Source: an optimization exercise on an open RTL-to-GDS flow (aim: small area, a short achievable clock period and few clock cycles). Production flows keep margins and buffers that such runs may drop.
Only simulation tests tie the RTL to the original design; equivalence was not proved.
No activity file was given, so power comes from the tool's default toggle rates.

--- design/flow/design.v ---
module bale_decoder (
    input  wire        clk,
    input  wire        rst,
    input  wire        in_valid,
    output wire        in_ready,
    input  wire [7:0]  in_data,
    input  wire        in_last,
    output reg         out_valid,
    input  wire        out_ready,
    output reg  [7:0]  out_data,
    output reg         done,
    output reg         bad,
    output reg         crc_fail,
    output wire [31:0] label
);
    localparam [3:0] S_HDR   = 4'd0,
                     S_TAG   = 4'd1,
                     S_EXT0  = 4'd2,
                     S_EXT1  = 4'd3,
                     S_DATA  = 4'd4,    
                     S_DELTA = 4'd5,
                     S_PAD   = 4'd6,
                     S_TRL   = 4'd7,
                     S_DISC  = 4'd8,    
                     S_FIN   = 4'd9;    
    localparam [31:0] CRC_RESIDUE = 32'hB798B438;
    reg [3:0]  state;
    reg [3:0]  hcnt;           
    reg        form;           
    reg        fmt_err;
    reg        vpend;          
    reg        szbad;          
    reg [16:0] crem;           
    reg [16:0] brem;           
    reg [31:0] label_r;
    reg [3:0]  pos9;           
    reg        tdelta;         
    reg        x64;            
    reg [15:0] trem;           
    reg [1:0]  fidx;           
    reg [4:0]  dw;             
    reg [24:0] ib;             
    reg [4:0]  ibcnt;          
    reg [5:0]  ib1;            
    reg [6:0]  ib2;            
    reg        dsign;          
    reg [35:0] hist;
    reg [3:0]  pend;           
    reg [31:0] crc;
    assign label = label_r;
    function [31:0] crc32c_byte;
        input [31:0] c;
        input [7:0]  b;
        integer k;
        reg [31:0] x;
        begin
            x = c ^ {24'd0, b};
            for (k = 0; k < 8; k = k + 1)
                x = x[0] ? ((x >> 1) ^ 32'h82F63B78) : (x >> 1);
            crc32c_byte = x;
        end
    endfunction
    reg [7:0] obyte;
    always @(*) begin
        case (pend)
            4'd4:    obyte = hist[35:28];
            4'd5:    obyte = hist[33:26];
            4'd6:    obyte = hist[31:24];
            4'd7:    obyte = hist[29:22];
            4'd8:    obyte = hist[27:20];
            4'd9:    obyte = hist[25:18];
            4'd10:   obyte = hist[23:16];
            4'd11:   obyte = hist[21:14];
            default: obyte = hist[19:12];
        endcase
    end
    wire       xfer   = (pend >= 4'd4) && (!out_valid || out_ready);
    wire [3:0] pend_a = xfer ? pend - 4'd4 : pend;
    wire        flast = (trem == 16'd0) && (fidx == 2'd3);    
    wire        fcomp = (state == S_DELTA) && !ib1[5] && (pend_a <= 4'd3);
    integer i;
    reg  [17:0] dmask;
    always @(*) begin
        for (i = 0; i < 18; i = i + 1)
            dmask[i] = (i <= dw);
    end
    wire [17:0] dlo   = ib[17:0] & dmask;
    wire [17:0] field = hist[17:0] + (dsign ? (dlo | ~dmask) : dlo);
    wire [24:0] ib_sh   = (ib >> dw) >> 1;
    wire        ib_left = (ib_sh != 25'd0);
    wire dload = ((ibcnt[4] == 1'b0) || (ibcnt[3:1] == 3'd0)) &&    
                 (ib1[5] || (ib2[6] && !flast));
    reg accept;
    always @(*) begin
        case (state)
            S_HDR, S_TAG, S_EXT0, S_EXT1, S_PAD, S_DISC: accept = 1'b1;
            S_DATA:  accept = (pend <= 4'd4);
            S_DELTA: accept = dload;
            S_TRL:   accept = (pend == 4'd0) && ((hcnt[1:0] != 2'd3) || !out_valid);
            default: accept = 1'b0;
        endcase
    end
    assign in_ready = accept;
    wire fire = in_valid && accept;
    wire last = fire && in_last;
    wire bz   = (brem == 17'd0);
    wire size_bad = ({1'b0, brem} > ({1'b0, crem | 17'd3} + 18'd1));
    reg  hbad;
    always @(*) begin
        case (hcnt)
            4'd0:  hbad = (in_data != 8'h42);
            4'd1:  hbad = (in_data != 8'h5A);
            4'd2:  hbad = (in_data != 8'h01);
            4'd3:  hbad = (in_data[7:1] != 7'd0);
            4'd6:  hbad = (in_data[7:1] != 7'd0) || (in_data[0] && (crem[15:0] != 16'd0));
            4'd7:  hbad = (in_data != 8'd0);
            4'd10: hbad = (in_data[7:1] != 7'd0);
            4'd11: hbad = (in_data != 8'd0);
            4'd12: hbad = szbad;
            default: hbad = 1'b0;
        endcase
    end
    reg [3:0] nstate;
    reg       fault;
    reg       fin_ok;      
    wire      lit_end  = form ? ((trem == 16'd0) && !x64) : (brem == 17'd1);
    wire [3:0] after_body = (hcnt[1:0] == 2'd3) ? S_TRL : S_PAD;   
    wire      tag_bad  = (in_data[7:6] == 2'b01) || (in_data[7:6] == 2'b11) ||
                         ((in_data[7:6] == 2'b10) &&
                          (in_data[5] || (in_data[4:0] > 5'd17) || (pos9 != 4'd0)));
    wire      cshort   = (crem < 17'd9);
    always @(*) begin
        nstate = state;
        fault  = 1'b0;
        fin_ok = 1'b0;
        case (state)
            S_HDR: if (fire) begin
                fault = hbad;
                if (hcnt == 4'd15)
                    nstate = bz ? S_TRL : (form ? S_TAG : S_DATA);
            end
            S_TAG: if (fire) begin
                fault = tag_bad;
                if (in_data[7] || (in_data[5:0] == 6'd63)) nstate = S_EXT0;
                else                                       nstate = S_DATA;
            end
            S_EXT0: if (fire) begin
                fault  = bz;
                nstate = S_EXT1;
            end
            S_EXT1: if (fire) begin
                fault  = bz;
                nstate = tdelta ? S_DELTA : S_DATA;
            end
            S_DATA: if (fire) begin
                fault = bz || (crem == 17'd0);
                if (lit_end)
                    nstate = (brem == 17'd1) ? after_body : S_TAG;
            end
            S_DELTA: begin
                if (fire && bz) fault = 1'b1;
                if (fcomp) begin
                    if (fidx == 2'd0 && cshort) fault = 1'b1;
                    if (flast) begin
                        if (ib_left) fault = 1'b1;
                        nstate = !bz ? S_TAG : ((hcnt[1:0] == 2'd0) ? S_TRL : S_PAD);
                    end
                end
            end
            S_PAD: if (fire) begin
                fault = (in_data != 8'd0);
                if (hcnt[1:0] == 2'd3) nstate = S_TRL;
            end
            S_TRL: if (fire) begin
                if (hcnt[1:0] == 2'd3) begin
                    fault  = !in_last;
                    fin_ok = in_last;
                end
            end
            S_DISC: if (last) nstate = S_FIN;
            S_FIN:  if (pend == 4'd0 && !out_valid) nstate = S_HDR;
            default: nstate = S_HDR;
        endcase
    end
    wire abort = (fault || (last && !fin_ok)) && state != S_DISC && state != S_FIN;
    always @(posedge clk) begin
        if (rst) begin
            state     <= S_HDR;
            hcnt      <= 4'd0;
            pend      <= 4'd0;
            out_valid <= 1'b0;
            done      <= 1'b0;
            vpend     <= 1'b0;
            fmt_err   <= 1'b0;
        end else begin
            if (abort)
                state <= last ? S_FIN : S_DISC;
            else if (fin_ok)
                state <= S_HDR;
            else
                state <= nstate;
            if (state == S_DISC || state == S_FIN)
                pend <= (pend_a < 4'd4) ? 4'd0 : pend_a;
            else
                pend <= pend_a + (fcomp ? 4'd9 : 4'd0) +
                        ((fire && state == S_DATA) ? 4'd4 : 4'd0);
            out_valid <= xfer || (out_valid && !out_ready);
            if (last || (state == S_FIN))
                hcnt <= 4'd0;
            else if (fire)
                hcnt <= hcnt + 4'd1;
            vpend <= fin_ok;
            done  <= vpend || (state == S_FIN && nstate == S_HDR);
            if (state == S_HDR && fire && hcnt == 4'd0)
                fmt_err <= fault || last;        
            else if (abort)
                fmt_err <= 1'b1;
            else if (fin_ok && crem != 17'd0)    
                fmt_err <= 1'b1;
        end
    end
    always @(posedge clk) begin
        bad      <= fmt_err || !vpend || (crc != CRC_RESIDUE);
        crc_fail <= !fmt_err && vpend && (crc != CRC_RESIDUE);
        szbad    <= size_bad;
        if (xfer)
            out_data <= obyte;
        if (state == S_HDR)
            crc <= 32'hFFFFFFFF;
        else if (xfer || (fire && state == S_TRL))
            crc <= crc32c_byte(crc, xfer ? obyte : in_data);
        if (fcomp)
            hist <= {field, hist[35:18]};
        else if (fire && (state == S_HDR || state == S_DATA))
            hist <= {(state == S_DATA) ? in_data : 8'd0, hist[35:8]};
        if (state == S_HDR && fire) begin
            case (hcnt)
                4'd3:  form          <= in_data[0];
                4'd12: label_r[7:0]  <= in_data;
                4'd13: label_r[15:8] <= in_data;
                4'd14: label_r[23:16]<= in_data;
                4'd15: label_r[31:24]<= in_data;
                default: ;
            endcase
        end
        if (state == S_HDR) begin
            if (fire) begin
                if (hcnt == 4'd4) crem[7:0]  <= in_data;
                if (hcnt == 4'd5) crem[15:8] <= in_data;
                if (hcnt == 4'd6) crem[16]   <= in_data[0];
            end
        end else if (fcomp && fidx == 2'd0)
            crem <= crem - 17'd9;
        else if (fire && state == S_DATA)
            crem <= crem - 17'd1;
        if (state == S_HDR) begin
            if (fire) begin
                if (hcnt == 4'd8)  brem[7:0]  <= in_data;
                if (hcnt == 4'd9)  brem[15:8] <= in_data;
                if (hcnt == 4'd10) brem[16]   <= in_data[0];
            end
        end else if (fire && (state == S_TAG || state == S_EXT0 || state == S_EXT1 ||
                              state == S_DATA || state == S_DELTA))
            brem <= brem - 17'd1;
        if (state == S_HDR)
            pos9 <= 4'd0;
        else if (fire && state == S_DATA)
            pos9 <= (pos9 == 4'd8) ? 4'd0 : pos9 + 4'd1;
        if (state == S_TAG && fire) begin
            tdelta <= in_data[7];
            dw     <= in_data[4:0];
            x64    <= !in_data[7] && (in_data[5:0] == 6'd63);
            trem   <= {10'd0, in_data[5:0]};
        end
        if (state == S_EXT0 && fire) trem[7:0]  <= in_data;
        if (state == S_EXT1 && fire) trem[15:8] <= in_data;
        if (state == S_DATA && fire) begin
            if (trem == 16'd0) begin
                trem <= 16'd62;
                x64  <= 1'b0;
            end else
                trem <= trem - 16'd1;
        end
        if (fcomp) begin
            fidx <= fidx + 2'd1;
            if (fidx == 2'd3) trem <= trem - 16'd1;
        end
        if (state == S_EXT1) begin
            fidx  <= 2'd0;
            ib    <= 25'd0;
            dsign <= 1'b0;
            ibcnt <= 5'd0;
            ib1   <= {1'b1, ~dw};             
            ib2   <= {1'b1, ~dw, 1'b0};       
        end else begin : ibupd
            reg [24:0] is;
            reg [4:0]  cs;
            reg [5:0]  c1;
            reg [6:0]  c2;
            reg [24:0] ibn;
            reg        ld;
            ld  = fire && (state == S_DELTA);
            is  = fcomp ? ib_sh : ib;
            cs  = fcomp ? ib1[4:0] : ibcnt;
            c1  = fcomp ? ib2[5:0] : ib1;
            c2  = fcomp ? ib2 + {2'b11, ~dw} : ib2;
            ibn = ld ? (is | ({17'd0, in_data} << cs)) : is;
            ib    <= ibn;
            dsign <= ibn[dw];
            ibcnt <= cs + (ld ? 5'd8 : 5'd0);
            ib1   <= c1 + (ld ? 6'd8 : 6'd0);
            ib2   <= c2 + (ld ? 7'd8 : 7'd0);
        end
    end
endmodule
--- design/flow/config.mk ---
export PLATFORM = sky130hd
export DESIGN_NAME = bale_decoder
export DESIGN_NICKNAME = bale_decoder
export VERILOG_FILES = /design/flow/design.v
export SDC_FILE = /design/flow/constraint.sdc
export NUM_CORES = 4
export LEC_CHECK = 0
export CAP_MARGIN = 20
export CORE_MARGIN = 2
export CORE_UTILIZATION = 40
export SETUP_SLACK_MARGIN = 5
export SLEW_MARGIN = 20
--- design/flow/run.sh ---
#!/bin/bash
# synth_recipe.tcl (not shown) runs the flow's synth.tcl, then flattens the netlist and writes it again
# the make line also repeats each setting of config.mk as NAME=value (left out here)
make -C /OpenROAD-flow-scripts/flow DESIGN_CONFIG=/design/flow/config.mk WORK_HOME=/design/flow/orfs CLKGATE_MAP_FILE= SYNTH_SCRIPT=/design/flow/synth_recipe.tcl finish
--- design/flow/constraint.sdc ---
create_clock -name core_clock -period 9.0 [get_ports {clk}]
set_input_delay 1.8000 -clock core_clock [delete_from_list [all_inputs] [get_ports {clk}]]
set_output_delay 1.8000 -clock core_clock [all_outputs]
set_load 0.01 [all_outputs]
==> qor.txt, run 1 <==
outcome: timing/DRC/antenna clean
CTS root buf: clkbuf_16
most frequent cells in the layout: nand2_1, nor2_1, a21oi_1
Initial Util: 0.4054
Area contributors post-synth: edfxtp_1, dfxtp_1, nand2_1
Syn Inst Count: 1926
crit-path cells: buf_8 -> nor2b_4 -> or4_4 -> a21oi_4 -> a21o_4 -> mux2_4 -> mux4_2 -> a221oi_2 -> mux4_2 -> a2111oi_4 -> a32o_1
worst rel slew slack: 0.3843
routed len/inst: 22.25 um
Bufs on Longest Clock Path: 3
Leakage Power: 7.628 nW
Tcrit/Tclk final: 0.4621
hold slack: 488.1 ps
final setup violation count: 0
Final min period: 4159 ps
row count: 75
Avg Synthesized Cell Area: 8.849 um2
worst vdd ir: 0.2452 mV
Critical Path Start Type: primary input
first-pass GRT wire length: 85.98 mm
Die ar.: 44280 um2
IO buf count: 57
CTS sink cnt: 235
Slew @ Worst Pin: 921.0 ps
DR vias/cell: 6.079
grt ovf: 0
Cells on Worst Hold Path: 2
R2R Setup Slk: 5070 ps
routed wire length: 56.95 mm
Distinct cells, synth: 104
Inserted Diodes: 0
nets: 2081
RSZ-0062 raised after global routing: true
most common cell after layout, fill and taps aside: nand2_1
Worst Path Required: 9440 ps
Yosys warnings: 1
Post-route DRC: 0
TNS Setup: 0 ps
Layout Skew: 15.08 ps
antenna violations before repair: 2
Vias: 15560
CTS H-tree lvls: 1
hold_buf cts: 0
CP Max Fanout: 6
Chip Width: 210.4 um
core area: 42040 um2
most frequent cell on the critical path: mux4_2
P&R area growth vs syn: 20.17%
top cell type by total area after synthesis: edfxtp_1
ANT nets after route: 0
Synth top area share: 0.2149
worst skew pair latency: 550 ps
crit path kind: primary input to flip-flop
Seq/Total Area, Yosys: 0.3477
dpl hpwl: 36.18 mm
Final Hold Fails: 0
CTS Buf Count: 27
Clk pin slew, worst setup/hold paths: 60 ps
Final Max Tran Viols: 0
path depth of the worst reg2reg path: 11
DR iter-0 viols: 1692
number of register bits inferred by synthesis: 235
worst r2r dst: state[0]$_SDFF_PP0_
Die H: 210.4 um
GRT Resource Usage Total: 0.2491
HP Class: flip-flop to flip-flop
CTS tree: done
GP Congestion: 0.9189
Worst Setup End Kind: flip-flop
pin count of the biggest net entering global routing: 85
main flop type after synthesis: edfxtp_1
asr flop ratio synth: 0
share of layout cells above drive strength 1: 0.1732
Syn Std Cell Area: 17040 um2
R2R Path Start: dw[0]$_DFFE_PP_
Power Density: 246.2 nW/um2
CP Buf/Inv Count: 1
vias in the first global route: 14540
Fillers: 3951
DRT Pass-1 Iters: 7
max cap viols: 0
number of synthesized flops with an enable pin: 122
crit-path leading delay family: multiplexers
CP max stage delay: 530 ps
CP arrival: 4600 ps
fmax: 240.4 MHz
Mapped Nets: 2006
Ports: 58
slowest cell on the critical path: mux4_2
worst max-delay path by stage:
stage	end	start	slack, ps	cells past startpoint
finish	dsign$_SDFF_PP0_	out_ready	4840	11
detailed placement	dsign$_SDFF_PP0_	out_ready	2990	13
global route	dsign$_SDFF_PP0_	out_ready	4780	13
floorplan	dsign$_SDFF_PP0_	out_ready	4670	10
CTS	dsign$_SDFF_PP0_	out_ready	4830	11
global placement	dsign$_SDFF_PP0_	out_ready	3070	13
power by group:
group          switching, mW  leakage (nW)  total (mW)  internal [mW]
combinational           1.34          5.12        2.49           1.16
clock                  0.468         0.439        1.12          0.647
sequential             0.149          2.07        1.43           1.28
total                   1.95          7.63        5.04           3.09
kinds of logic after synthesis:
family          synth area share
simple gates              0.1938
compound gates            0.1920
flops                     0.3477
buf+inv                  0.04808
xor+xnor                 0.09404
mux                      0.07429
fa+ha+maj                0.05007
Yosys cell counts (19+ instances only):
cell type / n
a21oi_1: 147
a31oi_1: 27
clkbuf_1: 82
dfxtp_1: 113
edfxtp_1: 122
ha_1: 65
inv_1: 52
mux2_2: 20
mux2i_1: 56
mux4_2: 19
nand2_1: 254
nand3_1: 45
nand4_1: 26
nor2_1: 162
nor3_1: 62
o211ai_1: 20
o21ai_0: 88
xnor2_1: 79
xor2_1: 51
registers in the layout (all words and copies together) (netlist names), 8 cells and up, named ones only:
name,count
trem,16
crem,17
ib,25
hist,36
out_data,8
label_r,32
crc,32
brem,17
through the flow:
stage	area (um2)	util	power [mW]	std cells	setup WS, ps
after CTS	20010	0.4760	4.981	2538	4832
after global routing	20480	0.4872	5.324	2560	4783
after floorplan	17160	-	3.215	1926	4672
final	20480	0.4872	5.042	2560	4841
after detailed placement	17950	0.4271	3.651	2417	2991
after global placement	17950	0.4271	3.642	2417	3070
layout make-up:
| cell class | instances | area [um2] | area share |
|---|---|---|---|
| Clock buffer | 31 | 700.7 | 0.03421 |
| Timing Repair Buffer | 170 | 1800 | 0.08791 |
| Sequential cell | 235 | 5949 | 0.2905 |
| Tap cell | 539 | 674.4 | 0.03293 |
| Inverter | 55 | 249.0 | 0.01216 |
| Multi-Input combinational cell | 1510 | 10910 | 0.5326 |
| Clock inverter | 18 | 182.7 | 0.008919 |
| Timing Repair inverter | 2 | 17.52 | 0.0008552 |
metal layers:
metal | track usage | up-vias | routed length (um)
li1 | - | 7211 | -
met1 | 0.3474 | 7445 | 24670
met2 | 0.3832 | 795 | 25110
met3 | 0.06645 | 108 | 5806
met4 | 0.06289 | 4 | 1332
met5 | 0 | - | 23
worst reg2reg max path, delay by kind of cell, from the launching register on:
family / cells / cell delay (ps)
AO/OA/AOI/OAI: 6 / 1020
buffers and inverters: 1 / 360
AND/OR/NAND/NOR: 3 / 1410
flip-flops: 1 / 340
multiplexers: 1 / 710
what timing repair did:
item,CTS,global route
setup endpoints to repair,170,28
pin swaps,23,28
buffers inserted,62,21
resized for setup,125,68
cloned,10,1
Testbench counts, summed over its fixed seeds: cycles 123,055.
==> inputs of run 2 (changes only) <==
--- a/design/flow/config.mk
+++ b/design/flow/config.mk
@@ -10,2 +10,3 @@
 export CORE_UTILIZATION = 40
+export CTS_BUF_LIST = sky130_fd_sc_hd__clkbuf_8
 export SETUP_SLACK_MARGIN = 5
==> qor.txt, run 2 <==
outcome: timing/DRC/antenna clean
P&R area growth vs syn: 19.67%
Seq/Total Area, Yosys: 0.3477 (unchanged)
RSZ-0062 raised after global routing: true
top-count cell post-synth: nand2_1
DR vias/cell: 6.075 (about the same)
core area: 42040 um2 (unchanged)
TNS Setup: 0 ps (unchanged)
post-synthesis compound-gate area fraction: 0.1920 (unchanged)
ANT nets after route: 0 (unchanged)
Initial Util: 0.4054 (unchanged)
DR iter-0 viols: 1654 (-2.2%)
Clk pin slew, worst setup/hold paths: 60 ps (about the same)
main flop type after synthesis: edfxtp_1
Layout Skew: 30.11 ps (+15.04 ps)
CTS sink cnt: 235 (unchanged)
Final min period: 4138 ps (-20.66 ps)
DRT Pass-1 Iters: 8 (+1)
Area contributors post-synth: edfxtp_1, dfxtp_1, nand2_1
Die H: 210.4 um (unchanged)
worst rel slew slack: 0.4100 (+0.02570)
IO buf count: 57 (unchanged)
Syn Std Cell Area: 17040 um2 (unchanged)
Final Hold Fails: 0 (unchanged)
Leakage Power: 7.639 nW (+0.15%)
most frequent cells in the layout: nand2_1, nor2_1, a21oi_1
Distinct cells, synth: 104 (unchanged)
Bufs on Longest Clock Path: 3 (unchanged)
CTS root buf: clkbuf_8
most common library cells after synthesis: nand2_1, nor2_1, a21oi_1
Mapped Nets: 2006 (unchanged)
worst vdd ir: 0.2598 mV (+5.9%)
Ports: 58 (unchanged)
Tcrit/Tclk final: 0.4598 (-0.002296)
Critical Path Start Type: primary input
Vias: 15700 (+0.91%)
max reg flops: 36 (unchanged)
max cap viols: 0 (unchanged)
Post-route DRC: 0 (unchanged)
fmax: 241.6 MHz (+0.50%)
grt ovf: 0 (unchanged)
CTS tree: done
GP Congestion: 0.9189 (unchanged)
antenna violations before repair: 1 (-1)
row count: 75 (unchanged)
Worst Path Required: 9470 ps (+30 ps)
hold_buf cts: 0 (unchanged)
GRT Resource Usage Total: 0.2504 (+0.001278)
mux cell area share after synthesis: 0.07429 (unchanged)
nets: 2092 (+0.53%)
CTS H-tree lvls: 2 (+1)
final core utilization: 0.4852 (-0.002023)
vias in the first global route: 14620 (+0.58%)
CP Max Fanout: 10 (+4)
pin count of the biggest net entering global routing: 85 (unchanged)
asr flop ratio synth: 0 (unchanged)
number of register bits inferred by synthesis: 235 (unchanged)
top cell type by total area after synthesis: edfxtp_1
final setup violation count: 0 (unchanged)
most flop-heavy register: hist
share of layout cells above drive strength 1: 0.1725 (-0.0006498)
crit path kind: primary input to flip-flop
Die ar.: 44280 um2 (unchanged)
worst skew pair latency: 600 ps (+50 ps)
HP Class: flip-flop to flip-flop
Syn Inst Count: 1926 (unchanged)
first-pass GRT wire length: 86.07 mm (+0.10%)
CTS Buf Count: 43 (+59%)
Worst Setup End Kind: flip-flop
Post-Synth Simple-Gate Area: 0.1938 (unchanged)
Final Power: 4.923 mW (-2.4%)
Placed Instances: 2417 (unchanged)
largest registers: hist: 36 flops, crc: 32 flops, label_r: 32 flops
CP arrival: 4610 ps (about the same)
Synth Area in XOR/XNOR: 0.09404 (unchanged)
number of synthesized flops with an enable pin: 122 (unchanged)
routed len/inst: 22.09 um (-0.70%)
final cell count without fillers: 2585 (+0.98%)
Chip Width: 210.4 um (unchanged)
routed wire length: 57.10 mm (+0.27%)
Power Density: 241.4 nW/um2 (-1.9%)
largest family of logic cells by synthesized area: simple AND/OR/NAND/NOR gates
Synth top area share: 0.2149 (unchanged)
Synth Area in Adders: 0.05007 (unchanged)
dpl hpwl: 36.18 mm (unchanged)
Slew @ Worst Pin: 882.6 ps (-38.44 ps)
Inserted Diodes: 0 (unchanged)
Avg Synthesized Cell Area: 8.849 um2 (unchanged)
Final Max Tran Viols: 0 (unchanged)
most common cell after layout, fill and taps aside: nand2_1
Yosys warnings: 1 (unchanged)
[run 2: layout make-up]
class	instances	area (um2)
Clock buffer	46	633.1
Clock inverter	33	195.2
Fill cell	4004	21640
Inverter	55	251.5
Multi-Input combinational cell	1510	10910
Sequential cell	235	5949
Tap cell	539	674.4
Timing Repair Buffer	165	1768
Timing Repair inverter	2	17.52
[run 2: critical path, cell delays in order]
cell       delay [ps]
buf_8             110
nand2b_4          150
a21boi_4          200
o21ai_4           110
bufinv_16         230
buf_12            110
mux2_2            430
nand2_1           150
o221ai_1          180
a221oi_1          430
a211oi_1          170
nor3_1            190
o21ai_0           140
a32o_1            220
[run 2: repair_timing]
action                                 CTS  global route
endpoints found under the hold margin    0             0
cloned                                  10             1
buffers inserted                        57            21
setup endpoints to repair              167            26
gates resized for setup                124            61
pin swaps                               21            28
[run 2: logic make-up after synthesis]
| family | count (synthesis) |
|---|---|
| AND/OR/NAND/NOR | 698 |
| AO/OA/AOI/OAI | 491 |
| flip-flops | 235 |
| buffers and inverters | 184 |
| XOR/XNOR | 153 |
| multiplexers | 98 |
| adder cells (fa/ha/maj) | 67 |
[run 2: report_power, final]
part           internal, mW  switching, mW  total (mW)
Clock                 0.530          0.477        1.01
Sequential             1.28          0.148        1.43
Combinational          1.15           1.33        2.48
[run 2: path summary, 6_finish.rpt]
check | from | to | slack (ps) | depth (start not counted)
setup / recovery | out_ready | dsign$_SDFF_PP0_ | 4860 | 14
hold / removal | flip-flop | flip-flop | 490 | 2
setup reg to reg | dw[0]$_DFFE_PP_ | state[0]$_SDFF_PP0_ | 5060 | 11
hold reg to reg | flip-flop | flip-flop | 490 | 2
[run 2: stage by stage]
step | hold slack, ps | instance area, um2 | setup WS, ps
floorplan | 387.1 | 17160 | 4672
global placement | 451.2 | 17950 | 3070
global route | 503.0 | 20400 | 4825
detailed placement | 462.9 | 17950 | 2991
CTS | 482.3 | 19930 | 4888
finish | 486.6 | 20400 | 4862
[run 2: per-layer routing]
layer | GRT usage | share of wire | up-vias
met5 | 0 | 0.00025 | -
met1 | 0.3460 | 0.43 | 7522
met4 | 0.07479 | 0.024 | 2
met3 | 0.07122 | 0.11 | 124
met2 | 0.3802 | 0.44 | 812
li1 | - | - | 7244
==> inputs of run 3 (changes only) <==
--- a/design/flow/design.v
+++ b/design/flow/design.v
@@ -47,3 +47,3 @@
     reg [35:0] hist;
-    reg [3:0]  pend;           
+    reg [4:0]  pend;           
     reg [31:0] crc;
@@ -64,3 +64,3 @@
     always @(*) begin
-        case (pend)
+        case (pend[3:0])
             4'd4:    obyte = hist[35:28];
@@ -73,9 +73,13 @@
             4'd11:   obyte = hist[21:14];
-            default: obyte = hist[19:12];
+            4'd12:   obyte = hist[19:12];
+            4'd13:   obyte = hist[17:10];
+            4'd14:   obyte = hist[15:8];
+            4'd15:   obyte = hist[13:6];
+            default: obyte = hist[11:4];
         endcase
     end
-    wire       xfer   = (pend >= 4'd4) && (!out_valid || out_ready);
-    wire [3:0] pend_a = xfer ? pend - 4'd4 : pend;
+    wire       xfer   = (pend >= 5'd4) && (!out_valid || out_ready);
+    wire [4:0] pend_a = xfer ? pend - 5'd4 : pend;
     wire        flast = (trem == 16'd0) && (fidx == 2'd3);    
-    wire        fcomp = (state == S_DELTA) && !ib1[5] && (pend_a <= 4'd3);
+    wire        fcomp = (state == S_DELTA) && !ib1[5] && (pend <= 5'd7);
     integer i;
@@ -96,5 +100,5 @@
             S_HDR, S_TAG, S_EXT0, S_EXT1, S_PAD, S_DISC: accept = 1'b1;
-            S_DATA:  accept = (pend <= 4'd4);
+            S_DATA:  accept = (pend <= 5'd4);
             S_DELTA: accept = dload;
-            S_TRL:   accept = (pend == 4'd0) && ((hcnt[1:0] != 2'd3) || !out_valid);
+            S_TRL:   accept = (pend == 5'd0) && ((hcnt[1:0] != 2'd3) || !out_valid);
             default: accept = 1'b0;
@@ -180,3 +184,3 @@
             S_DISC: if (last) nstate = S_FIN;
-            S_FIN:  if (pend == 4'd0 && !out_valid) nstate = S_HDR;
+            S_FIN:  if (pend == 5'd0 && !out_valid) nstate = S_HDR;
             default: nstate = S_HDR;
@@ -189,3 +193,3 @@
             hcnt      <= 4'd0;
-            pend      <= 4'd0;
+            pend      <= 5'd0;
             out_valid <= 1'b0;
@@ -202,6 +206,6 @@
             if (state == S_DISC || state == S_FIN)
-                pend <= (pend_a < 4'd4) ? 4'd0 : pend_a;
+                pend <= (pend_a < 5'd4) ? 5'd0 : pend_a;
             else
-                pend <= pend_a + (fcomp ? 4'd9 : 4'd0) +
-                        ((fire && state == S_DATA) ? 4'd4 : 4'd0);
+                pend <= pend_a + (fcomp ? 5'd9 : 5'd0) +
+                        ((fire && state == S_DATA) ? 5'd4 : 5'd0);
             out_valid <= xfer || (out_valid && !out_ready);
==> qor.txt, run 3 <==
Power Density: 320.1 nW/um2 (+33%)
Post-DP Area: 18150 um2 (+1.1%)
DR vias/cell: 6.031 (-0.73%)
max cap viols: 0 (unchanged)
Final Hold Fails: 0 (unchanged)
CP max stage delay: 540 ps (+110 ps)
first-pass GRT wire length: 83.46 mm (-3.0%)
CTS sink cnt: 236 (+0.43%)
asr flop ratio synth: 0 (unchanged)
largest registers: hist: 36 flops, crc: 32 flops, label_r: 32 flops
Distinct cells, synth: 102 (-1.9%)
Yosys warnings: 1 (unchanged)
Die ar.: 44320 um2 (about the same)
vias in the first global route: 14690 (+0.44%)
CTS H-tree lvls: 2 (unchanged)
DR iter-0 viols: 1861 (+13%)
grt ovf: 0 (unchanged)
ANT nets after route: 0 (unchanged)
worst vdd ir: 0.4277 mV (+65%)
routed wire length: 54.58 mm (-4.4%)
fmax: 240.7 MHz (-0.37%)
Die H: 210.5 um (about the same)
Final Max Tran Viols: 0 (unchanged)
core area: 42040 um2 (unchanged)
CP Buf/Inv Count: 3 (unchanged)
antenna violations before repair: 0 (-1)
max reg flops: 36 (unchanged)
design area: 20130 um2 (-1.3%)
top-count cell post-synth: nand2_1
final setup violation count: 0 (unchanged)
CP arrival: 4650 ps (+40 ps)
Inserted Diodes: 0 (unchanged)
Critical Path Stages: 11 (-3)
number of synthesized flops with an enable pin: 122 (unchanged)
nets: 2096 (+0.19%)
Final Power: 6.443 mW (+31%)
Slew @ Worst Pin: 1040 ps (+156.9 ps)
CP Max Fanout: 15 (+5)
R2R Setup Slk: 4920 ps (-140 ps)
DRT Pass-1 Iters: 5 (-3)
crit path kind: primary input to flip-flop
Initial Util: 0.4058 (+0.0004167)
crit-path leading delay family: compound AO/OA/AOI/OAI gates
Leakage Power: 7.534 nW (-1.4%)
Critical Path Start Type: primary input
hold slack: 434.7 ps (-51.91 ps)
Worst Path Required: 9500 ps (+30 ps)
GRT Resource Usage Total: 0.2371 (-0.01336)
Final min period: 4154 ps (+15.45 ps)
Clk pin slew, worst setup/hold paths: 60 ps (about the same)
dpl hpwl: 35.78 mm (-1.1%)
outcome: timing/DRC/antenna clean
most frequent cell on the critical path: buf_4
Syn Inst Count: 1939 (+0.67%)
Placed Instances: 2445 (+1.2%)
Seq/Total Area, Yosys: 0.3485 (+0.0008164)
final cell count without fillers: 2587 (+0.077%)
Tcrit/Tclk final: 0.4615 (+0.001717)
row count: 75 (unchanged)
most common library cells after synthesis: nand2_1, nor2_1, a21oi_1
TNS Setup: 0 ps (unchanged)
Syn Std Cell Area: 17060 um2 (+0.10%)
Avg Synthesized Cell Area: 8.799 um2 (-0.57%)
GP Congestion: 0.9273 (+0.91%)
Ports: 58 (unchanged)
most common cell after layout, fill and taps aside: nand2_1
Area contributors post-synth: edfxtp_1, dfxtp_1, nand2_1
Layout Skew: 25.77 ps (-4.340 ps)
Worst Setup End Kind: flip-flop
CTS Buf Count: 43 (unchanged)
Synth top area share: 0.2147 (-0.0002207)
critical path endpoint: dsign$_SDFF_PP0_
Vias: 15600 (-0.66%)
routed len/inst: 21.10 um (-4.5%)
Bufs on Longest Clock Path: 3 (unchanged)
top cell type by total area after synthesis: edfxtp_1
worst rel slew slack: 0.3050 (-0.1049)
pin count of the biggest net entering global routing: 80 (-5.9%)
HP Class: flip-flop to flip-flop
CTS tree: done
slowest cell on the critical path: a2111oi_2
share of layout cells above drive strength 1: 0.1567 (-0.01579)
R2R Path Start: pend[0]$_SDFFE_PP0P_
CP startpoint: in_data[5]
number of register bits inferred by synthesis: 236 (+0.43%)
worst r2r dst: dsign$_SDFF_PP0_
P&R area growth vs syn: 17.97%
most flop-heavy register: hist
crit-path cells: clkdlybuf4s50_1 -> buf_4 -> mux2i_4 -> buf_4 -> a22oi_1 -> o21ai_0 -> o221a_1 -> and2_0 -> a2111oi_2 -> nor4_4 -> a2bb2oi_1
worst skew pair latency: 580 ps (-20 ps)
RSZ-0062 raised after global routing: true
main flop type after synthesis: edfxtp_1
IO buf count: 57 (unchanged)
CTS root buf: clkbuf_8
path depth of the worst reg2reg path: 14 (+3)
most frequent cells in the layout: nand2_1, nor2_1, a21oi_1
Chip Width: 210.5 um (about the same)
Mapped Nets: 2022 (+0.80%)
Post-route DRC: 0 (unchanged)
-- run 3: stage by stage --
| step | worst slack, ps | util |
|---|---|---|
| floorplan | 4814 | - |
| detailed placement | 3383 | 0.4317 |
| CTS | 4750 | 0.4682 |
| global route | 4824 | 0.4788 |
| global placement | 3568 | 0.4311 |
| finish | 4846 | 0.4788 |
-- run 3: cells by family (layout without fill, tap and decap cells) --
family,Yosys count,in the layout,share of synthesized area
DFF,236,236,0.3485
buffers and inverters,164,272,0.04151
xor gates and xnor gates,161,161,0.09343
muxes,99,99,0.08331
AOI/OAI and AO/OA,470,471,0.1793
and+or+nand+nor,738,738,0.2012
adders and majority gates,71,71,0.05280
-- run 3: worst reg2reg max path: stages (launching register included) --
cell and delay [ps]:
dfxtp_1 320, buf_6 310, a31oi_4 230, o211ai_4 330, clkinv_8 100, buf_12 190
mux2_4 390, mux2i_2 270, mux2i_1 160, mux2_2 350, a221oi_2 300, nor4_1 70
or4b_1 530, nor4_4 320, a2bb2oi_1 100
-- run 3: cell type report --
cell class / instances / area (um2)
Inverter: 41 / 188.9
Clock buffer: 49 / 674.4
Multi-Input combinational cell: 1540 / 10880
Timing Repair inverter: 1 / 8.758
Sequential cell: 236 / 5954
Tap cell: 539 / 674.4
Fill cell: 3961 / 21910
Timing Repair Buffer: 150 / 1485
Clock inverter: 31 / 261.5
-- run 3: worst min path at each step --
stage                                start           to  depth (start not counted)
after floorplan           vpend$_SDFF_PP0_  bad$_DFF_P_                          1
after global placement    vpend$_SDFF_PP0_  bad$_DFF_P_                          1
after detailed placement  vpend$_SDFF_PP0_  bad$_DFF_P_                          1
after CTS                 vpend$_SDFF_PP0_  bad$_DFF_P_                          1
after global routing      vpend$_SDFF_PP0_  bad$_DFF_P_                          1
final                     vpend$_SDFF_PP0_  bad$_DFF_P_                          1
-- run 3: metal layers --
layer  track usage  up-vias  wire length [um]  share of wire
met1        0.3336     7465             24190           0.44
met3       0.03456      139              4174          0.076
met2        0.3733      747             24530           0.45
met5             0        -                 0              0
met4       0.08038        0              1685          0.031
li1              -     7250                 -              -
-- run 3: where the power goes --
group / switching (mW) / internal [mW]
registers: 0.188 / 1.33
logic: 1.89 / 1.92
clock network: 0.481 / 0.643
-- run 3: repair_timing --
action,in CTS,in global routing
pin swaps,17,18
gates resized for setup,64,59
endpoints found under the setup margin,78,26
cloned,4,1
buffers inserted,32,25
hold buffers,0,0
Testbench counts of run 3, summed over its fixed seeds: cycles 123,055.
==> inputs of run 4 (changes only) <==
--- a/design/flow/config.mk
+++ b/design/flow/config.mk
@@ -13 +13,2 @@
 export SLEW_MARGIN = 20
+export TNS_END_PERCENT = 5
==> qor.txt, run 4 <==
fmax: 238.5 MHz (-0.94%)
Worst Setup End Kind: output port
Clk pin slew, worst setup/hold paths: 60 ps (about the same)
Cells on Worst Hold Path: 1 (unchanged)
Bufs on Longest Clock Path: 3 (unchanged)
most flop-heavy register: hist
HP Class: flip-flop to flip-flop
slowest cell on the critical path: or4_4
max reg flops: 36 (unchanged)
IO buf count: 57 (unchanged)
routed len/inst: 20.80 um (-1.4%)
post-synthesis compound-gate area fraction: 0.1793 (unchanged)
final core utilization: 0.4728 (-0.005953)
dpl hpwl: 35.98 mm (+0.55%)
Avg Synthesized Cell Area: 8.799 um2 (unchanged)
nets: 2082 (-0.67%)
CTS H-tree lvls: 2 (unchanged)
Synth top area share: 0.2147 (unchanged)
outcome: timing/DRC/antenna clean
crit-path cells: or4_4 -> or4_4 -> o21bai_4 -> nand2_1 -> buf_2
CP max stage delay: 520 ps (-20 ps)
Chip Width: 210.5 um (unchanged)
TNS Setup: 0 ps (unchanged)
number of synthesized flops with an enable pin: 122 (unchanged)
most common cell after layout, fill and taps aside: nand2_1
antenna violations before repair: 0 (unchanged)
routed wire length: 53.55 mm (-1.9%)
Leakage Power: 7.432 nW (-1.4%)
path depth of the worst reg2reg path: 15 (+1)
core area: 42040 um2 (unchanged)
Seq/Total Area, Yosys: 0.3485 (unchanged)
GRT Resource Usage Total: 0.2377 (+0.0006588)
most common library cells after synthesis: nand2_1, nor2_1, a21oi_1
R2R Setup Slk: 4890 ps (-30 ps)
Final min period: 4193 ps (+39.23 ps)
final setup violation count: 0 (unchanged)
Slew @ Worst Pin: 1015 ps (-24.65 ps)
Die H: 210.5 um (unchanged)
Area contributors post-synth: edfxtp_1, dfxtp_1, nand2_1
CP arrival: 2390 ps (-2260 ps)
Syn Std Cell Area: 17060 um2 (unchanged)
Final Max Tran Viols: 0 (unchanged)
RSZ-0062 raised after global routing: true
worst vdd ir: 0.3739 mV (-13%)
max cap viols: 0 (unchanged)
DR iter-0 viols: 1632 (-12%)
pin count of the biggest net entering global routing: 76 (-5.0%)
Critical Path Start Type: flip-flop
Synth Area in Adders: 0.05280 (unchanged)
Ports: 58 (unchanged)
worst rel slew slack: 0.3215 (+0.01648)
Mapped Nets: 2022 (unchanged)
top-count cell post-synth: nand2_1
grt ovf: 0 (unchanged)
Inserted Diodes: 0 (unchanged)
largest family of logic cells by synthesized area: simple AND/OR/NAND/NOR gates
Vias: 15400 (-1.3%)
DRT Pass-1 Iters: 7 (+2)
Initial Util: 0.4058 (unchanged)
worst skew pair latency: 630 ps (+50 ps)
row count: 75 (unchanged)
final cell count without fillers: 2574 (-0.50%)
CTS sink cnt: 236 (unchanged)
Fillers: 4031 (+1.8%)
vias in the first global route: 14480 (-1.4%)
DR vias/cell: 5.982 (-0.81%)
Synth Area in XOR/XNOR: 0.09343 (unchanged)
Post-Synth Simple-Gate Area: 0.2012 (unchanged)
asr flop ratio synth: 0 (unchanged)
Worst Path Required: 7200 ps (-2300 ps)
CTS root buf: clkbuf_8
mux cell area share after synthesis: 0.08331 (unchanged)
number of register bits inferred by synthesis: 236 (unchanged)
ANT nets after route: 0 (unchanged)
GP Congestion: 0.9337 (+0.69%)
CTS Buf Count: 44 (+2.3%)
share of layout cells above drive strength 1: 0.1464 (-0.01030)
Post-route DRC: 0 (unchanged)
Layout Skew: 35.59 ps (+9.817 ps)
Final Hold Fails: 0 (unchanged)
Final Power: 6.308 mW (-2.1%)
first-pass GRT wire length: 83.12 mm (-0.41%)
main flop type after synthesis: edfxtp_1
CP Max Fanout: 2 (-13)
Yosys warnings: 1 (unchanged)
most frequent cells in the layout: nand2_1, nor2_1, a21oi_1
top cell type by total area after synthesis: edfxtp_1
Power Density: 317.4 nW/um2 (-0.85%)
CTS tree: done
Die ar.: 44320 um2 (unchanged)
crit path kind: flip-flop to output port
Distinct cells, synth: 102 (unchanged)
most frequent cell on the critical path: or4_4
Tcrit/Tclk final: 0.4659 (+0.004359)
Placed Instances: 2446 (+0.041%)
P&R area growth vs syn: 16.51%
Post-DP Area: 18120 um2 (-0.17%)
largest registers: hist: 36 flops, crc: 32 flops, label_r: 32 flops
Syn Inst Count: 1939 (unchanged)
design area: 19880 um2 (-1.2%)
run 4: power breakdown:
part / switching (mW) / internal, mW
sequential: 0.186 / 1.33
clock: 0.499 / 0.681
combinational: 1.82 / 1.80
run 4: path summary, 6_finish.rpt:
kind / from / to
max reg2reg: pend[3]$_SDFF_PP0_ / dsign$_SDFF_PP0_
min reg2reg: vpend$_SDFF_PP0_ / bad$_DFF_P_
min: vpend$_SDFF_PP0_ / bad$_DFF_P_
max: trem[5]$_DFF_P_ / in_ready
run 4: final cells by class:
cell class | count | area, um2 | area share
multi-input combinational | 1539 | 10710 | 0.5390
sequential | 236 | 5953 | 0.2995
timing repair buffer | 135 | 1329 | 0.06685
clock buffer | 56 | 770.7 | 0.03877
tap | 539 | 674.4 | 0.03393
clock inverter | 26 | 231.5 | 0.01164
inverter | 41 | 191.4 | 0.009631
timing repair inverter | 2 | 13.76 | 0.0006924
run 4: routing by layer:
metal,track usage,routed length [um],vias up
met5,0,0,-
met4,0.1025,2096,0
met3,0.04127,4215,137
met2,0.3637,23550,715
met1,0.3304,23690,7312
li1,-,-,7233
run 4: stage by stage:
stage               setup slack (ps)  hold slack [ps]
finish                          4807            413.3
global route                    4724            442.1
global placement                3844            431.1
CTS                             4728            408.2
detailed placement              3697            426.4
floorplan                       4813            387.3
run 4: kinds of logic after synthesis:
group,count (synthesis)
flip-flops,236
adder cells (fa/ha/maj),71
XOR/XNOR,161
multiplexers,99
buffers and inverters,164
AND/OR/NAND/NOR,738
AO/OA/AOI/OAI,470
run 4: critical path, delay by kind of cell (launching register included):
family	cells	cell delay (ps)
flip-flops	1	350
AND/OR/NAND/NOR	3	1050
buffers and inverters	1	140
AO/OA/AOI/OAI	1	230
run 4: repair_timing:
item,in CTS,in global routing
resized for setup,47,30
gates cloned,2,3
setup buffers,19,22
hold buffers,0,0
pin swaps,11,11
setup endpoints to repair,65,40
==> inputs of run 5 (changes only) <==
--- a/design/flow/design.v
+++ b/design/flow/design.v
@@ -81,5 +81,7 @@
     wire       xfer   = (pend >= 5'd4) && (!out_valid || out_ready);
-    wire [4:0] pend_a = xfer ? pend - 5'd4 : pend;
+    wire [4:0] pend_a  = xfer ? pend - 5'd4 : pend;
+    wire [4:0] pend_up = pend + 5'd4;
     wire        flast = (trem == 16'd0) && (fidx == 2'd3);    
     wire        fcomp = (state == S_DELTA) && !ib1[5] && (pend <= 5'd7);
+    wire [4:0]  pend_fc = fcomp ? pend + 5'd9 : pend;
     integer i;
@@ -135,2 +137,4 @@
     wire      cshort   = (crem < 17'd9);
+    wire [16:0] crem_m1 = crem - 17'd1;
+    wire [16:0] crem_m9 = crem - 17'd9;
     always @(*) begin
@@ -207,5 +211,6 @@
                 pend <= (pend_a < 5'd4) ? 5'd0 : pend_a;
+            else if (fire && state == S_DATA)
+                pend <= xfer ? pend : pend_up;
             else
-                pend <= pend_a + (fcomp ? 5'd9 : 5'd0) +
-                        ((fire && state == S_DATA) ? 5'd4 : 5'd0);
+                pend <= xfer ? pend_fc - 5'd4 : pend_fc;
             out_valid <= xfer || (out_valid && !out_ready);
@@ -234,3 +239,3 @@
         else if (xfer || (fire && state == S_TRL))
-            crc <= crc32c_byte(crc, xfer ? obyte : in_data);
+            crc <= crc32c_byte(crc, (state == S_TRL && pend == 5'd0) ? in_data : obyte);
         if (fcomp)
@@ -256,5 +261,5 @@
         end else if (fcomp && fidx == 2'd0)
-            crem <= crem - 17'd9;
+            crem <= crem_m9;
         else if (fire && state == S_DATA)
-            crem <= crem - 17'd1;
+            crem <= crem_m1;
         if (state == S_HDR) begin
@@ -313,5 +318,5 @@
             dsign <= ibn[dw];
-            ibcnt <= cs + (ld ? 5'd8 : 5'd0);
-            ib1   <= c1 + (ld ? 6'd8 : 6'd0);
-            ib2   <= c2 + (ld ? 7'd8 : 7'd0);
+            ibcnt <= ld ? cs + 5'd8 : cs;
+            ib1   <= ld ? c1 + 6'd8 : c1;
+            ib2   <= ld ? c2 + 7'd8 : c2;
         end
--- a/design/flow/config.mk
+++ b/design/flow/config.mk
@@ -13,2 +13,2 @@
 export SLEW_MARGIN = 20
-export TNS_END_PERCENT = 5
+export TNS_END_PERCENT = 0
==> qor.txt, run 5 <==
Critical Path Start Type: flip-flop
Final min period: 4135 ps (-58.49 ps)
hold_buf cts: 0 (unchanged)
largest registers: hist: 36 flops, crc: 32 flops, label_r: 32 flops
first-pass GRT wire length: 86.34 mm (+3.9%)
Syn Std Cell Area: 17180 um2 (+0.68%)
Register Area: 5971 um2 (+0.29%)
P&R area growth vs syn: 16.20%
design area: 19960 um2 (+0.42%)
Die H: 211.2 um (+0.33%)
CP arrival: 4470 ps (+2080 ps)
nets: 2096 (+0.67%)
most common cell after layout, fill and taps aside: nand2_1
Slew @ Worst Pin: 939.8 ps (-75.05 ps)
Power Density: 263.5 nW/um2 (-17%)
Tcrit/Tclk final: 0.4594 (-0.006499)
R2R Path Start: dw[2]$_DFFE_PP_
grt ovf: 0 (unchanged)
antenna violations before repair: 0 (unchanged)
CP max stage delay: 440 ps (-80 ps)
RSZ-0062 raised after global routing: true
Chip Width: 211.2 um (+0.33%)
max cap viols: 0 (unchanged)
IO buf count: 57 (unchanged)
Worst Setup End Kind: flip-flop
CTS Buf Count: 44 (unchanged)
Die ar.: 44620 um2 (+0.67%)
pin count of the biggest net entering global routing: 67 (-12%)
CP Max Fanout: 5 (+3)
DRT Pass-1 Iters: 12 (+5)
worst rel slew slack: 0.3735 (+0.05193)
worst vdd ir: 0.2778 mV (-26%)
R2R Setup Slk: 4870 ps (-20 ps)
Syn Inst Count: 1972 (+1.7%)
worst hold path startpoint: vpend$_SDFF_PP0_
CTS tree: done
Synth top area share: 0.2133 (-0.001455)
path depth of the worst reg2reg path: 18 (+3)
CTS H-tree lvls: 2 (unchanged)
Fillers: 3957 (-1.8%)
final cell count without fillers: 2590 (+0.62%)
Worst Path Required: 9340 ps (+2140 ps)
asr flop ratio synth: 0 (unchanged)
core area: 42130 um2 (+0.22%)
most frequent cell on the critical path: a21o_1
share of layout cells above drive strength 1: 0.1394 (-0.006993)
routed len/inst: 21.83 um (+4.9%)
Clk pin slew, worst setup/hold paths: 60 ps (about the same)
Initial Util: 0.4077 (+0.001858)
most flop-heavy register: hist
slowest cell on the critical path: edfxtp_1
Post-DP Area: 18150 um2 (+0.16%)
Leakage Power: 7.345 nW (-1.2%)
top cell type by total area after synthesis: edfxtp_1
Final Hold Fails: 0 (unchanged)
Vias: 15870 (+3.0%)
fmax: 241.9 MHz (+1.4%)
Layout Skew: 51.41 ps (+15.82 ps)
Avg Synthesized Cell Area: 8.711 um2 (-1.0%)
TNS Setup: 0 ps (unchanged)
main flop type after synthesis: edfxtp_1
row count: 75 (unchanged)
routed wire length: 56.55 mm (+5.6%)
Area contributors post-synth: edfxtp_1, dfxtp_1, nand2_1
Mapped Nets: 2053 (+1.5%)
Seq/Total Area, Yosys: 0.3461 (-0.002361)
DR vias/cell: 6.125 (+2.4%)
HP Class: flip-flop to flip-flop
worst skew pair latency: 650 ps (+20 ps)
Ports: 58 (unchanged)
outcome: timing/DRC/antenna clean
max reg flops: 36 (unchanged)
vias in the first global route: 15060 (+4.0%)
final setup violation count: 0 (unchanged)
worst r2r dst: hist[34]$_DFFE_PP_
most frequent cells in the layout: nand2_1, nor2_1, a21oi_1
crit-path cells: buf_12 -> clkinvlp_4 -> buf_4 -> nand2_4 -> o21ai_4 -> o31ai_4 -> fa_2 -> a21o_1 -> a21o_1 -> a21o_1 -> a21o_1 -> a21oi_2 -> o21ai_1 -> o41a_1 -> a211o_1 -> a21oi_2 -> xor2_1 -> o21ai_2
Worst Hold End: bad$_DFF_P_
Cells on Worst Hold Path: 1 (unchanged)
CTS root buf: clkbuf_8
Bufs on Longest Clock Path: 3 (unchanged)
Yosys warnings: 1 (unchanged)
most common library cells after synthesis: nand2_1, nor2_1, a21oi_1
GP Congestion: 0.9532 (+2.1%)
CTS sink cnt: 236 (unchanged)
dpl hpwl: 37.18 mm (+3.3%)
Inserted Diodes: 0 (unchanged)
number of register bits inferred by synthesis: 236 (unchanged)
ANT nets after route: 0 (unchanged)
DR iter-0 viols: 1754 (+7.5%)
Final Power: 5.259 mW (-17%)
top-count cell post-synth: nand2_1
Post-route DRC: 0 (unchanged)
crit path kind: flip-flop to flip-flop
number of synthesized flops with an enable pin: 122 (unchanged)
area of the multi-input gates: 10880 um2 (+1.5%)
Distinct cells, synth: 90 (-12%)
GRT Resource Usage Total: 0.2465 (+0.008745)
Final Max Tran Viols: 0 (unchanged)
Placed Instances: 2466 (+0.82%)
hold slack: 459.2 ps (+45.89 ps)
run 5: cell types whose count changed in the layout (fill, tap and decap cells not counted), moves of 11 or more:
cell,change
a21oi_1,+16
a22o_1,+11
a31oi_1,-16
buf_4,-12
inv_1,+17
nand2_1,-29
nor2_1,-26
nor2b_1,-12
o21ai_0,+12
run 5: cell families after synthesis:
logic type	count (synthesis)	synth area share
flip-flops	236	0.3461
AND/OR/NAND/NOR	692	0.1883
buffers and inverters	180	0.04203
AO/OA/AOI/OAI	540	0.2092
multiplexers	93	0.07145
XOR/XNOR	163	0.09251
adder cells (fa/ha/maj)	68	0.05040
run 5: report_power, final:
group / internal, mW / switching (mW) / leakage, nW
clock network: 0.538 / 0.495 / 0.487
registers: 1.33 / 0.215 / 2.08
logic: 1.23 / 1.45 / 4.78
run 5: timing repair:
item                                    4_1_cts  5_1_grt
endpoints found under the setup margin      164       44
gates resized for setup                      75       61
pin swaps                                     7       11
setup buffers                                19       15
cloned                                        3        4
run 5: worst max-delay path by stage:
stage                          from                   to  slack, ps  cells past startpoint
detailed placement       in_data[2]  state[2]$_SDFF_PP0_       3700                     12
global placement         in_data[2]  state[1]$_SDFF_PP0_       3800                     12
CTS                      in_data[0]  crc[9]$_SDFFE_PP1P_       4820                     10
global route        dw[2]$_DFFE_PP_   hist[34]$_DFFE_PP_       4740                     18
finish              dw[2]$_DFFE_PP_   hist[34]$_DFFE_PP_       4870                     18
floorplan           dw[2]$_DFFE_PP_   hist[34]$_DFFE_PP_       4770                     20
run 5: stage by stage:
step,setup WS [ps],utilization
floorplan,4768,-
global placement,3797,0.4307
detailed placement,3699,0.4307
CTS,4821,0.4624
global route,4740,0.4737
finish,4865,0.4737
run 5: cell type report:
class,count,share of cell area
multi-input cells,1556,0.5449
flip-flops and latches,236,0.2991
repair buffers,127,0.06833
clock buffers,50,0.03448
well taps,539,0.03379
inverters,50,0.01078
clock inverters,32,0.008588
run 5: worst max-delay path, delay by kind of cell (launching register included):
family / cells / cell delay, ps
AOI/OAI and AO/OA: 12 / 2320
adders and majority gates: 1 / 380
DFF: 1 / 440
and+or+nand+nor: 1 / 90
xor gates and xnor gates: 1 / 190
buffers and inverters: 3 / 410
run 5: metal layers:
layer  part of all wire  global-route usage  vias to the layer above
met4              0.026             0.08426                        0
met5                  0                   0                        -
met2               0.44              0.3715                      778
li1                   -                   -                     7361
met3              0.096             0.06111                      129
met1               0.44              0.3437                     7597
Testbench counts of run 5, summed over its fixed seeds: cycles 123,055.
==> inputs of run 6 (changes only) <==
==> design/flow/flow/run.sh (new file) <==
#!/bin/bash
# The standard layout (standard.sh: standard synthesis through finish),
# with the port buffers that placement inserts on every input and output
# made plain sky130 buf_2 cells instead of the slower delay-buffer cell the
# resizer picks by default. Make's full output goes to standard.log here;
# each ORFS step also keeps its own log under orfs/logs.
set -euo pipefail
export BUFFER_PORTS_ARGS="-buffer_cell sky130_fd_sc_hd__buf_2"
bash standard.sh > standard.log 2>&1
==> design/flow/standard.sh (new file) <==
#!/bin/bash
# synth_recipe.tcl (not shown) runs the flow's synth.tcl, then flattens the netlist and writes it again
# the make line also repeats each setting of config.mk as NAME=value (left out here)
make -C /OpenROAD-flow-scripts/flow DESIGN_CONFIG=/design/flow/config.mk WORK_HOME=/design/flow/orfs CLKGATE_MAP_FILE= SYNTH_SCRIPT=/design/flow/synth_recipe.tcl "${@:-finish}"
removed: design/flow/run.sh
==> qor.txt, run 6 <==
first-pass GRT wire length: 86.03 mm (-0.36%)
main flop type after synthesis: edfxtp_1
DR vias/cell: 6.180 (+0.89%)
sequential power share: 0.289 (-0.005)
CTS H-tree lvls: 2 (unchanged)
Ports: 58 (unchanged)
HP Class: flip-flop to flip-flop
CTS Buf Count: 44 (unchanged)
nets: 2099 (+0.14%)
Fillers: 3955 (-0.051%)
Initial Util: 0.4077 (unchanged)
Post-route DRC: 0 (unchanged)
Power Density: 271.5 nW/um2 (+3.1%)
outcome: timing/DRC/antenna clean
Synth top area share: 0.2133 (unchanged)
Layout Skew: 21.75 ps (-29.66 ps)
Seq/Total Area, Yosys: 0.3461 (unchanged)
Area contributors post-synth: edfxtp_1, dfxtp_1, nand2_1
most flop-heavy register: hist
CP max stage delay: 410 ps (-30 ps)
max cap viols: 0 (unchanged)
worst vdd ir: 0.2576 mV (-7.2%)
Clk pin slew, worst setup/hold paths: 60 ps (about the same)
Final WS setup: 4997 ps (+132.1 ps)
pin count of the biggest net entering global routing: 67 (unchanged)
final setup violation count: 0 (unchanged)
slowest cell on the critical path: nor4_1
Post-DP Area: 17790 um2 (-2.0%)
DR iter-0 viols: 1916 (+9.2%)
asr flop ratio synth: 0 (unchanged)
Leakage Power: 7.378 nW (+0.46%)
ANT nets after route: 0 (unchanged)
Mapped Nets: 2053 (unchanged)
top cell type by total area after synthesis: edfxtp_1
Logic pwr share: 0.505 (-0.004)
row count: 75 (unchanged)
Yosys warnings: 1 (unchanged)
max reg flops: 36 (unchanged)
CTS root buf: clkbuf_8
Register Area: 5969 um2 (about the same)
most common cell after layout, fill and taps aside: nand2_1
grt ovf: 0 (unchanged)
share of layout cells above drive strength 1: 0.1691 (+0.02966)
Final Power: 5.379 mW (+2.3%)
antenna violations before repair: 0 (unchanged)
Tcrit/Tclk final: 0.4447 (-0.01468)
area of the multi-input gates: 10920 um2 (+0.38%)
CP Max Fanout: 7 (+2)
number of synthesized flops with an enable pin: 122 (unchanged)
Placed Instances: 2456 (-0.41%)
DRT Pass-1 Iters: 6 (-6)
Final Max Tran Viols: 0 (unchanged)
Sw Share: 0.4077 (-0.003430)
clock power share: 0.206 (+0.010)
CP arrival: 2200 ps (-2270 ps)
Distinct cells, synth: 90 (unchanged)
Worst Setup End Kind: output port
fmax: 249.8 MHz (+3.3%)
hold_buf cts: 0 (unchanged)
Chip Width: 211.2 um (unchanged)
worst rel slew slack: 0.3794 (+0.005903)
hold slack: 443.6 ps (-15.56 ps)
routed wire length: 56.46 mm (-0.16%)
core area: 42130 um2 (unchanged)
crit-path cells: nor4_1 -> and4_2 -> a31o_2 -> nand2_2 -> buf_6
Inserted Diodes: 0 (unchanged)
RSZ-0062 raised after global routing: true
Syn Std Cell Area: 17180 um2 (unchanged)
GP Congestion: 0.9171 (-3.8%)
design area: 19810 um2 (-0.77%)
Power Internal: 3.186 mW (+2.9%)
worst skew pair latency: 580 ps (-70 ps)
Avg Synthesized Cell Area: 8.711 um2 (unchanged)
largest registers: hist: 36 flops, crc: 32 flops, label_r: 32 flops
crit path kind: flip-flop to output port
dpl hpwl: 37.48 mm (+0.82%)
Syn Inst Count: 1972 (unchanged)
most frequent cells in the layout: nand2_1, nor2_1, a21oi_1
routed len/inst: 21.79 um (-0.20%)
Critical Path Start Type: flip-flop
Final min period: 4003 ps (-132.1 ps)
vias in the first global route: 14930 (-0.89%)
CTS sink cnt: 236 (unchanged)
P&R area growth vs syn: 15.31%
Bufs on Longest Clock Path: 3 (unchanged)
Slew @ Worst Pin: 931.0 ps (-8.855 ps)
Vias: 16010 (+0.93%)
most common library cells after synthesis: nand2_1, nor2_1, a21oi_1
Die H: 211.2 um (unchanged)
final cell count without fillers: 2591 (+0.039%)
number of register bits inferred by synthesis: 236 (unchanged)
Die ar.: 44620 um2 (unchanged)
TNS Setup: 0 ps (unchanged)
sw power: 2.193 mW (+1.4%)
Final Hold Fails: 0 (unchanged)
final core utilization: 0.4701 (-0.003623)
IO buf count: 57 (unchanged)
top-count cell post-synth: nand2_1
GRT Resource Usage Total: 0.2444 (-0.002026)
Worst Path Required: 7200 ps (-2140 ps)
Setup WS pre-CTS: 3925 ps (+226.9 ps)
CTS tree: done
## run 6: worst max-delay path, delay by kind of cell (launching register included)
kind                   cells  cell delay (ps)
AND/OR/NAND/NOR            3              880
flip-flops                 1              370
buffers and inverters      1              160
AO/OA/AOI/OAI              1              220
## run 6: cell families after synthesis
family                   synth area share
adder cells (fa/ha/maj)           0.05040
XOR/XNOR                          0.09251
AND/OR/NAND/NOR                    0.1883
multiplexers                      0.07145
flip-flops                         0.3461
AO/OA/AOI/OAI                      0.2092
buffers and inverters             0.04203
## run 6: final timing paths
kind | cells after the start | endpoint | slack (ps) | from
setup / recovery | 5 | in_ready | 5000 | trem[9]$_DFF_P_
hold / removal | 1 | bad$_DFF_P_ | 440 | vpend$_SDFF_PP0_
setup reg to reg | 13 | state[1]$_SDFF_PP0_ | 5050 | dw[1]$_DFFE_PP_
hold reg to reg | 1 | bad$_DFF_P_ | 440 | vpend$_SDFF_PP0_
## run 6: power groups by stage
stage	combinational [mW]	sequential [mW]	clock (mW)
2_1_floorplan	2.07	1.48	0
3_5_place_dp	2.52	1.56	0
4_1_cts	2.58	1.54	1.14
6_report	2.72	1.55	1.11
5_1_grt	2.97	1.57	1.18
3_3_place_gp	2.50	1.56	0
## run 6: what timing repair did
item	4_1_cts	5_1_grt
buffers inserted	12	34
pin swaps	7	9
endpoints found under the setup margin	184	31
gates resized for setup	69	50
cloned	3	5
## run 6: per-layer routing
| layer | share of wire | vias to the layer above | GRT usage |
|---|---|---|---|
| li1 | - | 7375 | - |
| met1 | 0.45 | 7684 | 0.3519 |
| met2 | 0.44 | 820 | 0.3734 |
| met3 | 0.087 | 133 | 0.04312 |
| met4 | 0.029 | 0 | 0.07261 |
| met5 | 0 | - | 0 |
## run 6: final cells by class
class | instances | area share
Sequential cell | 236 | 0.3014
Clock inverter | 31 | 0.01282
Inverter | 50 | 0.01169
Clock buffer | 49 | 0.03405
Tap cell | 539 | 0.03405
Multi-Input combinational cell | 1556 | 0.5512
Timing Repair Buffer | 130 | 0.05483
==> inputs of run 7 (changes only) <==
--- a/design/flow/design.v
+++ b/design/flow/design.v
@@ -11,4 +11,4 @@
     output reg         done,
-    output reg         bad,
-    output reg         crc_fail,
+    output wire        bad,
+    output wire        crc_fail,
     output wire [31:0] label
@@ -30,3 +30,2 @@
     reg        fmt_err;
-    reg        vpend;          
     reg        szbad;          
@@ -45,3 +44,2 @@
     reg [6:0]  ib2;            
-    reg        dsign;          
     reg [35:0] hist;
@@ -50,2 +48,5 @@
     assign label = label_r;
+    wire   crc_err  = (crc != CRC_RESIDUE);
+    assign bad      = fmt_err | crc_err;
+    assign crc_fail = ~fmt_err & crc_err;
     function [31:0] crc32c_byte;
@@ -93,2 +94,3 @@
     wire [17:0] dlo   = ib[17:0] & dmask;
+    wire        dsign = ib[dw];
     wire [17:0] field = hist[17:0] + (dsign ? (dlo | ~dmask) : dlo);
@@ -200,3 +202,2 @@
             done      <= 1'b0;
-            vpend     <= 1'b0;
             fmt_err   <= 1'b0;
@@ -220,4 +221,3 @@
                 hcnt <= hcnt + 4'd1;
-            vpend <= fin_ok;
-            done  <= vpend || (state == S_FIN && nstate == S_HDR);
+            done  <= fin_ok || (state == S_FIN && nstate == S_HDR);
             if (state == S_HDR && fire && hcnt == 4'd0)
@@ -231,4 +231,2 @@
     always @(posedge clk) begin
-        bad      <= fmt_err || !vpend || (crc != CRC_RESIDUE);
-        crc_fail <= !fmt_err && vpend && (crc != CRC_RESIDUE);
         szbad    <= size_bad;
@@ -299,3 +297,2 @@
             ib    <= 25'd0;
-            dsign <= 1'b0;
             ibcnt <= 5'd0;
@@ -317,3 +314,2 @@
             ib    <= ibn;
-            dsign <= ibn[dw];
             ibcnt <= ld ? cs + 5'd8 : cs;
==> qor.txt, run 7 <==
DR vias/cell: 6.022 (-2.6%)
Logic pwr share: 0.521 (+0.016)
Slew @ Worst Pin: 953.1 ps (+22.15 ps)
Synth Area in Adders: 0.05287 (+0.002462)
routed len/inst: 21.06 um (-3.4%)
crit path kind: flip-flop to output port
grt ovf: 0 (unchanged)
CP max stage delay: 490 ps (+80 ps)
R2R Setup Slk: 4870 ps (-180 ps)
mux cell area share after synthesis: 0.08360 (+0.01215)
Layout Skew: 30.77 ps (+9.024 ps)
worst rel slew slack: 0.3597 (-0.01966)
share of layout cells above drive strength 1: 0.1648 (-0.004348)
core area: 40830 um2 (-3.1%)
DR iter-0 viols: 1624 (-15%)
vias in the first global route: 14190 (-4.9%)
CTS sink cnt: 232 (-1.7%)
Mapped Nets: 1923 (-6.3%)
Syn Std Cell Area: 16570 um2 (-3.6%)
final setup violation count: 0 (unchanged)
TNS Setup: 0 ps (unchanged)
Syn Inst Count: 1842 (-6.6%)
GRT Resource Usage Total: 0.2360 (-0.008476)
Critical Path Stages: 5 (unchanged)
RSZ-0062 raised after global routing: true
Initial Util: 0.4057 (-0.001949)
outcome: timing/DRC/antenna clean
CTS root buf: clkbuf_8
final core utilization: 0.4591 (-0.01099)
most common cell after layout, fill and taps aside: nand2_1
Seq/Total Area, Yosys: 0.3541 (+0.007923)
Avg Synthesized Cell Area: 8.994 um2 (+3.3%)
path depth of the worst reg2reg path: 17 (+4)
max reg flops: 36 (unchanged)
worst hold path startpoint: trem[2]$_DFF_P_
CTS tree: done
Die ar.: 43060 um2 (-3.5%)
Leakage Power: 7.132 nW (-3.3%)
Power Internal: 3.163 mW (-0.73%)
hold slack: 481.1 ps (+37.50 ps)
P&R area growth vs syn: 13.16%
largest registers: hist: 36 flops, crc: 32 flops, label_r: 32 flops
Worst Setup End Kind: output port
critical path endpoint: bad
top-count cell post-synth: nand2_1
antenna violations before repair: 3 (+3)
most frequent cells in the layout: nand2_1, nor2_1, a21oi_1
worst r2r dst: hist[32]$_DFFE_PP_
CP Buf/Inv Count: 1 (unchanged)
Post-Synth Simple-Gate Area: 0.1779 (-0.01043)
Chip Width: 207.5 um (-1.8%)
most common library cells after synthesis: nand2_1, nor2_1, a21oi_1
worst skew pair latency: 620 ps (+40 ps)
number of register bits inferred by synthesis: 232 (-1.7%)
Sw Share: 0.4092 (+0.001479)
Die H: 207.5 um (-1.8%)
crit-path cells: nor4b_1 -> nand4_1 -> nor4_4 -> nand2b_1 -> buf_2
DRT Pass-1 Iters: 8 (+2)
Synth top area share: 0.2211 (+0.007860)
post-synthesis compound-gate area fraction: 0.1918 (-0.01736)
Post-route DRC: 0 (unchanged)
Setup WS pre-CTS: 3886 ps (-39.93 ps)
top cell type by total area after synthesis: edfxtp_1
Area contributors post-synth: edfxtp_1, dfxtp_1, nand2_1
Tcrit/Tclk final: 0.4596 (+0.01490)
CP startpoint: crc[1]$_SDFFE_PP1P_
sw power: 2.190 mW (-0.12%)
Final WS setup: 4863 ps (-134.1 ps)
CTS H-tree lvls: 2 (unchanged)
HP Class: flip-flop to flip-flop
Final Hold Fails: 0 (unchanged)
[run 7: changes by cell type in the layout (fill, tap and decap cells not counted), moves of 6 or more]
cell | before | now
nand3_1 | 33 | 52
inv_1 | 50 | 65
o211a_1 | 10 | 0
o211ai_1 | 27 | 17
and2_1 | 20 | 12
a31oi_1 | 16 | 28
o21ai_0 | 101 | 85
a21oi_1 | 153 | 127
buf_4 | 56 | 43
nor3b_1 | 8 | 2
nand2_1 | 253 | 243
nor2_1 | 172 | 134
xor2_1 | 59 | 44
o21ai_1 | 10 | 22
[run 7: cell type report]
class | instances | area, um2
Antenna cell | 1 | 2.502
Clock buffer | 51 | 701.9
Clock inverter | 35 | 183.9
Fill cell | 3918 | 22080
Inverter | 51 | 198.9
Multi-Input combinational cell | 1440 | 10300
Sequential cell | 232 | 5886
Tap cell | 532 | 665.6
Timing Repair Buffer | 109 | 805.8
[run 7: worst reg2reg max path: cells and delay by family, from the launching register on]
kind,cells,cell delay (ps)
AO/OA/AOI/OAI,10,1860
multiplexers,3,1040
flip-flops,1,390
adder cells (fa/ha/maj),1,250
AND/OR/NAND/NOR,2,200
buffers and inverters,1,140
[run 7: kinds of logic (layout without fill, tap and decap cells)]
kind of cell | Yosys count | after routing
xor+xnor | 155 | 155
mux | 101 | 101
flops | 232 | 232
buf+inv | 170 | 246
simple gates | 631 | 631
other cells | 0 | 1
compound gates | 484 | 484
fa+ha+maj | 69 | 69
[run 7: timing repair]
item                       CTS  global route
buffers inserted            24             6
setup endpoints to repair   66            43
gates resized for setup     57            25
gates cloned                 3             0
pin swaps                   15            12
[run 7: per-stage QoR]
| step | area [um2] | std cells |
|---|---|---|
| 2_1_floorplan | 16580 | 1842 |
| 3_3_place_gp | 17200 | 2331 |
| 3_5_place_dp | 17200 | 2331 |
| 4_1_cts | 18590 | 2444 |
| 5_1_grt | 18740 | 2450 |
| 6_report | 18750 | 2451 |
[run 7: how the worst min path moves through the flow]
stage	endpoint	depth (start not counted)
2_1_floorplan	trem[14]$_DFF_P_	1
3_3_place_gp	flip-flop	2
3_5_place_dp	trem[14]$_DFF_P_	1
4_1_cts	trem[3]$_DFF_P_	1
5_1_grt	trem[2]$_DFF_P_	2
6_report	trem[2]$_DFF_P_	2
[run 7: power by group through the flow]
stage | registers (mW) | clock network [mW] | logic (mW)
6_report | 1.51 | 1.05 | 2.79
5_1_grt | 1.53 | 1.12 | 3.05
4_1_cts | 1.51 | 1.07 | 2.77
3_5_place_dp | 1.52 | 0 | 2.69
3_3_place_gp | 1.52 | 0 | 2.66
2_1_floorplan | 1.45 | 0 | 2.20
[run 7: metal layers]
layer  GRT usage  share of wire
met1      0.3258           0.43
met2      0.3743           0.45
met3     0.04054          0.079
met4     0.07931          0.033
met5           0        0.00050
Testbench counts of run 7, summed over its fixed seeds: cycles 123,047.

Check on run 7: ideal ports give 4.863 ns setup slack; a clkbuf_16 on the clock port and buf_2 on the inputs give 4.807 ns; moving port delays by the midpoint clock arrival (0.663 ns) as well gives 4.545 ns.
